Background: an optimization exercise with open tools, aiming at small area, a short achievable clock period and few clock cycles per item. Do not read the settings as production practice.
RTL that was checked went through simulation tests only; none was proved equivalent to the original.
Power figures rest on the tool's default switching activity, not on a simulated workload.

==> flow/design.v (excerpt) <==
module mbcq_enc #(
    parameter integer N  = 33,      
    parameter integer HQ = 2        
) (
    input  wire        clk,
    input  wire        rst,         
    input  wire        in_valid,
    output wire        in_ready,
    input  wire        in_last,     
    input  wire [1:0]  in_fmt,      
    input  wire [1:0]  in_k,        
    input  wire [31:0] in_elem,     
    output wire        out_valid,
    input  wire        out_ready,
    output wire        out_hdr,     
    output wire        out_last,    
    output wire [15:0] out_data
);
make LEC_CHECK=0 CAP_MARGIN=20 CORE_MARGIN=2 CORE_UTILIZATION=35 CTS_BUF_LIST=sky130_fd_sc_hd__clkbuf_8 CTS_CLUSTER_DIAMETER=70 CTS_CLUSTER_SIZE=14 PLACE_DENSITY=0.5 SLEW_MARGIN=20 finish   # period 16.0 ns
run.sh (not shown) runs the stock make flow with config.mk's settings and CLKGATE_MAP_FILE= SYNTH_SCRIPT=/design/flow/synth_recipe.tcl, a recipe that flattens the netlist after the stock synthesis.
==> next run, changes <==
==> flow/flow/run.sh (new file) <==
#!/bin/bash
# Own layout flow: the standard ORFS flow (standard.sh), with the ports
# buffered by a plain buffer instead of the delay-cell buffer ORFS picks.
# The make output goes to flow.log in the work folder; ORFS's own per-step
# logs stay under orfs/logs/.
set -euo pipefail
bash standard.sh \
  "BUFFER_PORTS_ARGS=-buffer_cell sky130_fd_sc_hd__buf_2" \
  finish > flow.log 2>&1
==> flow/standard.sh (new file) <==
#!/bin/bash
# synth_recipe.tcl (not shown) runs the flow's synth.tcl, then flattens the netlist and writes it again
# the make line also repeats each setting of config.mk as NAME=value (left out here)
make -C /OpenROAD-flow-scripts/flow DESIGN_CONFIG=/design/flow/config.mk WORK_HOME=/design/flow/orfs CLKGATE_MAP_FILE= SYNTH_SCRIPT=/design/flow/synth_recipe.tcl "${@:-finish}"
removed: flow/run.sh
What happened: Count of clock-buffer cells in the layout came out lower by 1; core utilization is lower by 0.28 points; sequential cell count is unchanged; power drops by 0.80%; global-route usage stays flat; worst hold slack barely changes; fmax increases by 6.3%; cell count barely changes; routed wire length came out higher by 0.41%; via count came out higher by 1.1%.
No functional check of the RTL was part of any run of this note.

* * *

v6:
Another version of the RTL of mbcq_enc (not shown whole).
Size in the first run: roughly 2400 cells after synthesis, roughly 1100 flip-flops, about 61 I/O pins, about 0.032 mm² of cells after synthesis.
## mbcq_enc
module mbcq_enc #(
    parameter integer L  = 34,      
    parameter integer RP = 32,      
    parameter integer HQ = 2        
) (
    input  wire        clk,
    input  wire        rst,         
    input  wire        in_valid,
    output wire        in_ready,
    input  wire        in_last,     
    input  wire [1:0]  in_fmt,      
    input  wire [1:0]  in_k,        
    input  wire [31:0] in_elem,     
    output wire        out_valid,
    input  wire        out_ready,
    output wire        out_hdr,     
    output wire        out_last,    
    output wire [15:0] out_data
);
==> flow/config.mk <==
export PLATFORM = sky130hd
export DESIGN_NAME = mbcq_enc
export DESIGN_NICKNAME = mbcq_enc
export VERILOG_FILES = /design/flow/design.v
export SDC_FILE = /design/flow/constraint.sdc
export NUM_CORES = 4
export LEC_CHECK = 0
export CAP_MARGIN = 20
export CORE_MARGIN = 2
export CORE_UTILIZATION = 70
export CTS_BUF_LIST = sky130_fd_sc_hd__clkbuf_8
export CTS_CLUSTER_DIAMETER = 50
export CTS_CLUSTER_SIZE = 18
export PLACE_DENSITY = 0.8
export SLEW_MARGIN = 20
==> flow/constraint.sdc <==
create_clock -name core_clock -period 16.0 [get_ports {clk}]
set_input_delay 3.2000 -clock core_clock [delete_from_list [all_inputs] [get_ports {clk}]]
set_output_delay 3.2000 -clock core_clock [all_outputs]
set_load 0.01 [all_outputs]
standard.sh (not shown) runs the stock make flow with config.mk's settings and CLKGATE_MAP_FILE= SYNTH_SCRIPT=/design/flow/synth_recipe.tcl, a recipe that flattens the netlist after the stock synthesis.
==> flow/flow/run.sh <==
#!/bin/bash
# Own layout flow: the standard ORFS flow (standard.sh), with the ports
# buffered by a plain buffer instead of the delay-cell buffer ORFS picks.
# The make output goes to flow.log in the work folder; ORFS's own per-step
# logs stay under orfs/logs/.
set -euo pipefail
bash standard.sh \
  "BUFFER_PORTS_ARGS=-buffer_cell sky130_fd_sc_hd__buf_2" \
  SETUP_SLACK_MARGIN=11.5 \
  finish > flow.log 2>&1
v6 did not stop at any stage, and its layout met the timing, design-rule and antenna checks.
Testbench counts of v6, summed over its fixed seeds: cycles 377,724, items 363,761.
Modified inputs, v7 compared to v6
Settings: CTS_BUF_LIST changed from sky130_fd_sc_hd__clkbuf_8 to sky130_fd_sc_hd__clkbuf_16; CTS_CLUSTER_SIZE changed from 18 to 30; CTS_CLUSTER_DIAMETER changed from 50 to 80.
==> flow/run.sh (new file) <==
#!/bin/bash
# synth_recipe.tcl (not shown) runs the flow's synth.tcl, then flattens the netlist and writes it again
# the make line also repeats each setting of config.mk as NAME=value (left out here)
make -C /OpenROAD-flow-scripts/flow DESIGN_CONFIG=/design/flow/config.mk WORK_HOME=/design/flow/orfs CLKGATE_MAP_FILE= SYNTH_SCRIPT=/design/flow/synth_recipe.tcl finish
removed: flow/flow/run.sh
removed: flow/standard.sh
## What came out
Looking at v6 and v7, the count of placed standard cells including taps is a wash. v7 against v6; total power is up slightly. The setup skew after layout on v6 is in line with that on v7. Changes observed in v7 relative to v6: global-route wire length before repair went up; overall routing resource usage increased 0.75 points; wire length increased 3.8%.

* * *

Another version of the RTL of mbcq_enc (not shown whole).
For scale: roughly 1100 flip-flops, roughly 45000 sq um of cells after synthesis.
==> flow/config.mk <==
export PLATFORM = sky130hd
export DESIGN_NAME = mbcq_enc
export DESIGN_NICKNAME = mbcq_enc
export VERILOG_FILES = /design/flow/design.v
export SDC_FILE = /design/flow/constraint.sdc
export NUM_CORES = 4
export LEC_CHECK = 0
export CAP_MARGIN = 20
export CORE_MARGIN = 2
export CORE_UTILIZATION = 75
export CTS_BUF_LIST = sky130_fd_sc_hd__clkbuf_8
export CTS_CLUSTER_DIAMETER = 70
export CTS_CLUSTER_SIZE = 14
export PLACE_DENSITY = 0.85
export SLEW_MARGIN = 20
==> flow/constraint.sdc <==
create_clock -name core_clock -period 16.0 [get_ports {clk}]
set_input_delay 3.2000 -clock core_clock [delete_from_list [all_inputs] [get_ports {clk}]]
set_output_delay 3.2000 -clock core_clock [all_outputs]
set_load 0.01 [all_outputs]
==> flow/flow/run.sh <==
#!/bin/bash
# Own layout flow: the standard ORFS flow (standard.sh), with the ports
# buffered by a plain buffer instead of the delay-cell buffer ORFS picks.
# The make output goes to flow.log in the work folder; ORFS's own per-step
# logs stay under orfs/logs/.
set -euo pipefail
bash standard.sh \
  "BUFFER_PORTS_ARGS=-buffer_cell sky130_fd_sc_hd__buf_2" \
  SETUP_SLACK_MARGIN=11.5 \
  finish > flow.log 2>&1
The baseline completed with no timing, DRC or antenna violations.
Testbench counts at the start, summed over its fixed seeds: cycles 377,501, items 363,761.
Rerun with:
--- a/flow/config.mk
+++ b/flow/config.mk
@@ -9,3 +9,3 @@
 export CORE_MARGIN = 2
-export CORE_UTILIZATION = 75
+export CORE_UTILIZATION = 70
 export CTS_BUF_LIST = sky130_fd_sc_hd__clkbuf_8
@@ -13,3 +13,3 @@
 export CTS_CLUSTER_SIZE = 14
-export PLACE_DENSITY = 0.85
+export PLACE_DENSITY = 0.8
 export SLEW_MARGIN = 20
=> Area after synthesis does not change. Power barely changes. Clock skew decreases by 0.013 ns. Die area grows by a little under a tenth. Setup slack stays flat.

* * *

Setup of old:
mbcq_enc, a different RTL version from the one above (not shown whole).
Size in the first run: roughly 3400 cells after synthesis.
export LEC_CHECK = 0
export CAP_MARGIN = 20
export CORE_MARGIN = 2
export CORE_UTILIZATION = 35
export CTS_BUF_LIST = sky130_fd_sc_hd__clkbuf_8
export CTS_CLUSTER_DIAMETER = 70
export CTS_CLUSTER_SIZE = 14
export PLACE_DENSITY = 0.5
export SLEW_MARGIN = 20
create_clock -name core_clock -period 16.0 [get_ports {clk}]
Scripts as last shown in full above: flow/flow/run.sh
[inputs] new vs old
-- flow/flow/run.sh --
<<< old, line 7
bash standard.sh \
  "BUFFER_PORTS_ARGS=-buffer_cell sky130_fd_sc_hd__buf_2" \
  SETUP_SLACK_MARGIN=11.5 \
  finish > flow.log 2>&1
>>> new, line 7
bash standard.sh \
  "BUFFER_PORTS_ARGS=-buffer_cell sky130_fd_sc_hd__buf_2" \
  finish > flow.log 2>&1
==> comparison <==
- new finished every stage and its layout cleared the timing, design-rule and antenna checks.
- Non-clock buffer count delta for new relative to old: 1.2% lower
- Re I/O pin total: no difference whatsoever between new and old.
- Last element of the critical path = out_data[9]: old; last element of the critical path = out_data[8]: new
- On sequential cell area share, old and new are neck and neck.
- Between old and new, the leakage dissipation figures differ only marginally.
- The multi-input logic portion of the cell area on old is in line with that on new.
- Taking old as the reference, in new number of stages on the worst hold path saw little to no change; die boundary height saw little to no change; tightest slew margin relative to the limit saw an increase; final instance area saw little to no change; wire length saw little to no change.
No run of this note included a check of the RTL's function; only the layout flow was run.

* * *

Another version of the RTL of mbcq_enc (not shown whole).
Size in the first run: roughly 2800 cells after synthesis, roughly 61 I/O pins, ~0.047 mm2 of cells after synthesis.
clock: 16.0 ns
lec_check: 0
cap_margin: 20
core_margin: 2
core_utilization: 35
cts_buf_list: sky130_fd_sc_hd__clkbuf_8
place_density: 0.5
slew_margin: 20
run.sh (not shown) runs the stock make flow with config.mk's settings and CLKGATE_MAP_FILE= SYNTH_SCRIPT=/design/flow/synth_recipe.tcl, a recipe that flattens the netlist after the stock synthesis.
Stock flow here: none of the scripts above is used.
Change:
CTS_BUF_LIST = default   (was sky130_fd_sc_hd__clkbuf_8)
Result: The changed run finished clean; worst setup slack is better by 0.042 ns; via count shrinks by 1.0%; worst hold slack hardly moves; clock skew shrinks by 0.012 ns; utilization grows by 0.46 points; non-clock buffer count does not change; register-to-register slack is better by 0.04 ns; first-iteration DRC count shrinks by 1.1%; cell area grows by 1.1%.
Function was not checked in any run of this note: the RTL went through the layout flow alone.

* * *

Setup of before:
RTL: one of the versions met above, not the one the previous note started from.
For scale: about 2400 cells after synthesis, ~1100 flip-flops.
Settings: LEC_CHECK=0, CAP_MARGIN=20, CORE_MARGIN=2, CORE_UTILIZATION=65, CTS_BUF_LIST=sky130_fd_sc_hd__clkbuf_16, CTS_CLUSTER_DIAMETER=80, CTS_CLUSTER_SIZE=30, PLACE_DENSITY=0.75, SLEW_MARGIN=20; clock period 16.0 ns.
standard.sh (not shown) runs the stock make flow with config.mk's settings and CLKGATE_MAP_FILE= SYNTH_SCRIPT=/design/flow/synth_recipe.tcl, a recipe that flattens the netlist after the stock synthesis.
==> flow/flow/run.sh <==
#!/bin/bash
# Own layout flow: the standard ORFS flow (standard.sh), with the ports
# buffered by a plain buffer instead of the delay-cell buffer ORFS picks.
# The make output goes to flow.log in the work folder; ORFS's own per-step
# logs stay under orfs/logs/.
set -euo pipefail
bash standard.sh \
  "BUFFER_PORTS_ARGS=-buffer_cell sky130_fd_sc_hd__buf_2" \
  SETUP_SLACK_MARGIN=11.5 \
  finish > flow.log 2>&1
Testbench counts of before, summed over its fixed seeds: cycles 377,724, items 363,761.
Relative to before, the following input files were edited for after:
Settings: CORE_UTILIZATION now 70, was 65; CTS_CLUSTER_DIAMETER now 70, was 80; CTS_CLUSTER_SIZE now 14, was 30; PLACE_DENSITY now 0.8, was 0.75; CTS_BUF_LIST now sky130_fd_sc_hd__clkbuf_8, was sky130_fd_sc_hd__clkbuf_16.
--- outcome ---
Changes observed in after relative to before: final worst hold slack now sits lower, final core utilization went up.
Measured against each other, after and before differ in post-detailed-placement half-perimeter wirelength, the higher figure coming from after.

* * *

Starting RTL as in the previous note.
export LEC_CHECK = 0
export CAP_MARGIN = 20
export CORE_MARGIN = 2
export CORE_UTILIZATION = 80
export CTS_BUF_LIST = sky130_fd_sc_hd__clkbuf_8
export CTS_CLUSTER_DIAMETER = 70
export CTS_CLUSTER_SIZE = 14
export PLACE_DENSITY = 0.9
export SLEW_MARGIN = 20
create_clock -name core_clock -period 16.0 [get_ports {clk}]
Scripts as last shown in full above: flow/flow/run.sh
Testbench counts at the start, summed over its fixed seeds: cycles 377,724, items 363,761.
Then changed:
--- a/flow/flow/run.sh
+++ b/flow/flow/run.sh
@@ -9 +8,0 @@
-  SETUP_SLACK_MARGIN=11.5 \
CORE_UTILIZATION = 70   (was 80)
CTS_BUF_LIST = sky130_fd_sc_hd__clkbuf_16   (was sky130_fd_sc_hd__clkbuf_8)
CTS_CLUSTER_DIAMETER = 80   (was 70)
CTS_CLUSTER_SIZE = 30   (was 14)
PLACE_DENSITY = 0.8   (was 0.9)
The changed run went through all stages and came out clean.
Wire length goes down by about a fifth.
Total power barely changes.
Worst setup slack loses 0.32 ns.
Sequential power hardly moves.
Area after synthesis stays the same.
First-iteration DRC count goes down by a quarter to a third.
Synthesized cell count does not change.
Cell count goes up slightly.
Core utilization goes down by 11 points.
Then changed:
--- a/flow/flow/run.sh
+++ b/flow/flow/run.sh
@@ -8,0 +9 @@
+  SETUP_SLACK_MARGIN=11.5 \
Result:
- The changed run ran to the end with no violations
- via count hardly moves
- clock-buffer cell count fell by 1
- global-route usage fell by 1.0 points
- non-clock buffer count rose by 2
- total power fell by about 1.1%
- worst setup slack is better by 0.48 ns
- core utilization stays flat
- final area is about the same
- sequential share of layout area hardly moves
- wire length fell by 3.6%
- clock power fell by about 3%

* * *

Setup of run 1:
Starting RTL as in the previous note.
Settings: LEC_CHECK=0, CAP_MARGIN=20, CORE_MARGIN=2, CORE_UTILIZATION=70, CTS_BUF_LIST=sky130_fd_sc_hd__clkbuf_8, CTS_CLUSTER_DIAMETER=70, CTS_CLUSTER_SIZE=14, PLACE_DENSITY=0.8, SLEW_MARGIN=20; clock period 16.0 ns.
==> flow/flow/run.sh <==
#!/bin/bash
# Own layout flow: the standard ORFS flow (standard.sh), with the ports
# buffered by a plain buffer instead of the delay-cell buffer ORFS picks.
# The make output goes to flow.log in the work folder; ORFS's own per-step
# logs stay under orfs/logs/.
set -euo pipefail
bash standard.sh \
  "BUFFER_PORTS_ARGS=-buffer_cell sky130_fd_sc_hd__buf_2" \
  finish > flow.log 2>&1
Run 1 completed; timing, DRC and antenna clean
Testbench counts of run 1, summed over its fixed seeds: cycles 377,724, items 363,761.
Input changes introduced in run 2 (baseline for comparison: run 1):
- changing CTS_BUF_LIST from sky130_fd_sc_hd__clkbuf_8 to sky130_fd_sc_hd__clkbuf_16
- changing CTS_CLUSTER_SIZE from 14 to 34
-- flow/flow/run.sh --
<<< run 1, line 9
>>> run 2, line 9
  SETUP_SLACK_MARGIN=11.5 \
## What came out
- As of run 2, post-DP HPWL had fallen by a few percent compared to run 1.
- Setup slack: run 2 more than run 1
- On minimum clock period, run 2 does better than run 1.
- Going from run 1 to run 2, biggest cell delay along the critical path moved down, part of the power in combinational logic level, total routing resource utilization after global routing level, vias per cell moved up.
- The clock tree buffer count of the final layout number comes out lower for run 2 vs run 1.
- Of run 1 and run 2, run 2 shows the lower first-pass GRT wire length, with run 1 above it.
- Compared to run 1, run 2 has fmax 11% higher.
Setup changes, run 2 to run 3
- swapping 34 for 30 in CTS_CLUSTER_SIZE
- swapping 70 for 80 in CTS_CLUSTER_DIAMETER
-- flow/flow/run.sh --
<<< run 2, line 9
  SETUP_SLACK_MARGIN=11.5 \
>>> run 3, line 9
  SETUP_SLACK_MARGIN=12 \
Findings:
- Worst-case setup slack after placement is higher on run 3
- Relative to run 2, area occupied by multi-input gates has increased by 2.1% in run 3.
- Compared with run 2, in run 3 period utilization has increased, total routed wirelength now larger, worst hold slack rose by 3.2 ps, number of buffers added by the clock tree synthesis step now larger, met3 track utilization from global routing went down.
- Global-route wire length before repair went up by a few percent going from run 2 to run 3.
- Compared to run 2, run 3 has via count of the first global-routing pass 144 higher.
- Summary of run 3 over run 2: via total after detailed routing dropped 100; non-clock buffer count went up by 15.

static timing again, ports no longer ideal:
No port has a modelled driver above. Below, the same layouts with a new extraction and two added sets of constraints. Step 1: set_driving_cell puts a clkbuf_16 on clk and a buf_2 on each other input, an assumption about the parent block. Step 2, shift: input delay + t, output delay - t, t = (earliest + latest rising clock arrival at the registers) / 2. This alone moves slack from input paths to output paths. a / b / c = no drivers / after step 1 / after step 2; a / b = the first two.
run	t, ns	setup WS [ns]	worst setup path at the end
the first run of note 1	0.893	10.720 / 10.771 / 9.878	input to register
the second run of note 1	0.890	11.033 / 11.093 / 10.203	input to register
v6	0.722	11.528 / 11.474 / 11.137	input to register
v7	0.653	11.052 / 11.052 / 10.722	input to register
the first run of note 3	0.778	11.559 / 11.495 / 11.032	input to register
the second run of note 3	0.778	11.557 / 11.491 / 10.996	input to register
old	0.915	11.446 / 11.370 / 11.060	input to register
new	0.900	11.384 / 11.316 / 11.000	input to register
the first run of note 5	0.923	8.823 / 8.823 / 8.823	register to register
the second run of note 5	0.785	8.865 / 8.865 / 8.865	register to register
before	0.659	11.589 / 11.530 / 11.114	input to register
after	0.744	11.509 / 11.454 / 11.122	input to register
the first run of note 7	0.751	11.468 / 11.414 / 11.043	input to register
the second run of note 7	0.653	11.147 / 11.147 / 10.948	input to register
the third run of note 7	0.653	11.625 / 11.570 / 11.127	input to register
run 1	0.736	11.164 / 11.164 / 10.936	input to register
run 2	0.657	11.634 / 11.572 / 11.085	input to register
run 3	0.673	11.567 / 11.509 / 11.396	input to register
After both steps setup and hold are still met in every run listed. For the first run of note 1, which loses most, drivers alone change the setup slack by +0.051 ns; drivers and shift together by -0.842 ns.
